What follows belongs to an exercise in optimizing a design on an open flow for small area, a short achievable clock period and few clock cycles per item; a production flow would make more cautious choices. Function was checked by simulation only, so behaviour that the tests miss may differ from the original.

## crc_helper
module crc_helper (
    input  wire        clk,
    input  wire        rst,
    input  wire        start,
    output wire        start_ready,
    input  wire [7:0]  fn,
    input  wire [13:0] len,
    input  wire [63:0] poly,
    input  wire [63:0] init,
    input  wire [63:0] xorout,
    input  wire [31:0] cfg,
    input  wire [15:0] oldw,
    input  wire [15:0] neww,
    input  wire        in_valid,
    output wire        in_ready,
    input  wire [63:0] in_data,
    output reg         done,
    output wire [7:0]  status,
    output reg  [63:0] result
);
    reg         s_idle, s_dec, s_aln, s_run, s_out, s_fin;
    reg         ir;           
    reg         bad_r;        
    reg  [7:0]  fnr;
    reg  [6:0]  wr;
    reg         rin_r, rout_r, rsv_r;
    reg  [13:0] rem;          
    reg  [63:0] dreg;         
    reg  [3:0]  dbytes;       
    reg  [5:0]  cnt;          
    reg  [63:0] crc;          
    reg  [63:0] p;            
    reg         refin, kded, ksum;
    reg         k_crc32;
    reg         k_crc32c;
    reg         k_crc8;
    assign start_ready = s_idle;
    assign in_ready    = ir;
    assign status      = {5'd0, bad_r, 2'd0};
    wire f32   = (fnr == 8'h01);
    wire f32c  = (fnr == 8'h02);
    wire f8    = (fnr == 8'h03);
    wire f16   = (fnr == 8'h04);
    wire f32k  = (fnr == 8'h05);
    wire f64   = (fnr == 8'h06);
    wire fprog = (fnr == 8'h07);
    wire fcsum = (fnr == 8'h10);
    wire fupd  = (fnr == 8'h11);
    wire fcrc  = f32 | f32c | f8 | f16 | f32k | f64 | fprog;
    wire fsum  = fcsum | fupd;
    wire fded  = f32 | f32c | f8;
    wire refout = fprog ? rout_r : (f32 | f32c | f32k);
    wire refin_d = fprog ? rin_r : (f32 | f32c | f32k);
    wire bad = ~(fcrc | fsum)
  ...
Settings: LEC_CHECK=0, CAP_MARGIN=20, CORE_MARGIN=2, CORE_UTILIZATION=50, SLEW_MARGIN=20; clock period 40.0 ns.
standard.sh (not shown) runs the stock make flow with config.mk's settings and CLKGATE_MAP_FILE= SYNTH_SCRIPT=/design/flow/synth_recipe.tcl, a recipe that flattens the netlist after the stock synthesis.
==> flow/flow/run.sh <==
#!/bin/bash
# The standard layout, with repair_timing asked for more setup slack than the
# standard margin so that it sizes the paths that set the achieved period, and
# the ports buffered with buf_2 cells. The clock period and the constraints are
# the design's, unchanged.
set -euo pipefail
bash standard.sh SETUP_SLACK_MARGIN=30.8 \
    'BUFFER_PORTS_ARGS=-buffer_cell sky130_fd_sc_hd__buf_2' \
    finish > standard_make.log 2>&1
Testbench counts at the start, summed over its fixed seeds: cycles 51,748, bytes 249,318.
Edit:
==> flow/flow/run.sh (replaced) <==
#!/bin/bash
# The standard layout, with repair_timing asked for more setup slack than
# the standard margin so that it sizes the paths that set the achieved period,
# ports buffered with buf_2 cells, and larger clock sink clusters (a shallower
# clock tree). The clock period and the constraints are the design's.
set -euo pipefail
bash standard.sh SETUP_SLACK_MARGIN=31 \
    'BUFFER_PORTS_ARGS=-buffer_cell sky130_fd_sc_hd__buf_2' \
    finish > standard_make.log 2>&1
Settings changed: CORE_UTILIZATION 50 to 30.
The changed run completed with no timing, DRC or antenna violations.
Final cell count grows by 12%.
Synthesized cell count stays the same.
Final area grows by 4.1%.
Core utilization shrinks by 21 points.
Edit:
==> flow/flow/run.sh (replaced) <==
#!/bin/bash
# The standard layout, with repair_timing asked for more setup slack than the
# standard margin so that it sizes the paths that set the achieved period, and
# the ports buffered with buf_2 cells. The clock period and the constraints are
# the design's, unchanged.
set -euo pipefail
bash standard.sh SETUP_SLACK_MARGIN=31 \
    'BUFFER_PORTS_ARGS=-buffer_cell sky130_fd_sc_hd__buf_2' \
    finish > standard_make.log 2>&1
Settings changed: CORE_UTILIZATION 30 to 50.
Effect: Cell count falls by 10%. Die area went down by 40%. Via count goes up by 0.79%. Utilization goes up by 22 points. Worst setup slack gets worse by 0.021 ns. Routed wire length drops by 3.8%. Worst hold slack loses 0.034 ns. First-iteration DRC count rises by 5.2%. Design area drops by 2.1%.

==> static timing again, ports no longer ideal <==
The results above use ideal ports. As a check the final layouts listed here were re-extracted and re-timed, cells and wires unchanged. Step 1: set_driving_cell puts a clkbuf_16 on clk and a buf_2 on each other input, an assumption about the parent block. Step 2 adds t to the input delays and takes it off the output delays; t is the mean of the earliest and latest rising clock arrival at the registers after step 1. Input paths then give back, and output paths get back, about the clock's delay inside the block. Slacks: no drivers / after step 1 / after step 2; pairs: no drivers / after step 1.
| run | t (ns) | slack for setup (ns) | worst setup path after step 2 |
|---|---|---|---|
| the first run | 0.672 | 30.818 / 30.742 / 30.277 | input to register |
| the second run | 0.701 | 30.894 / 30.805 / 30.355 | input to register |
| the third run | 0.685 | 30.874 / 30.793 / 30.416 | input to register |
After both steps setup and hold are still met in every run listed. The setup slack of the first run, which loses most, moves by -0.076 ns with the drivers and by -0.541 ns with both steps.
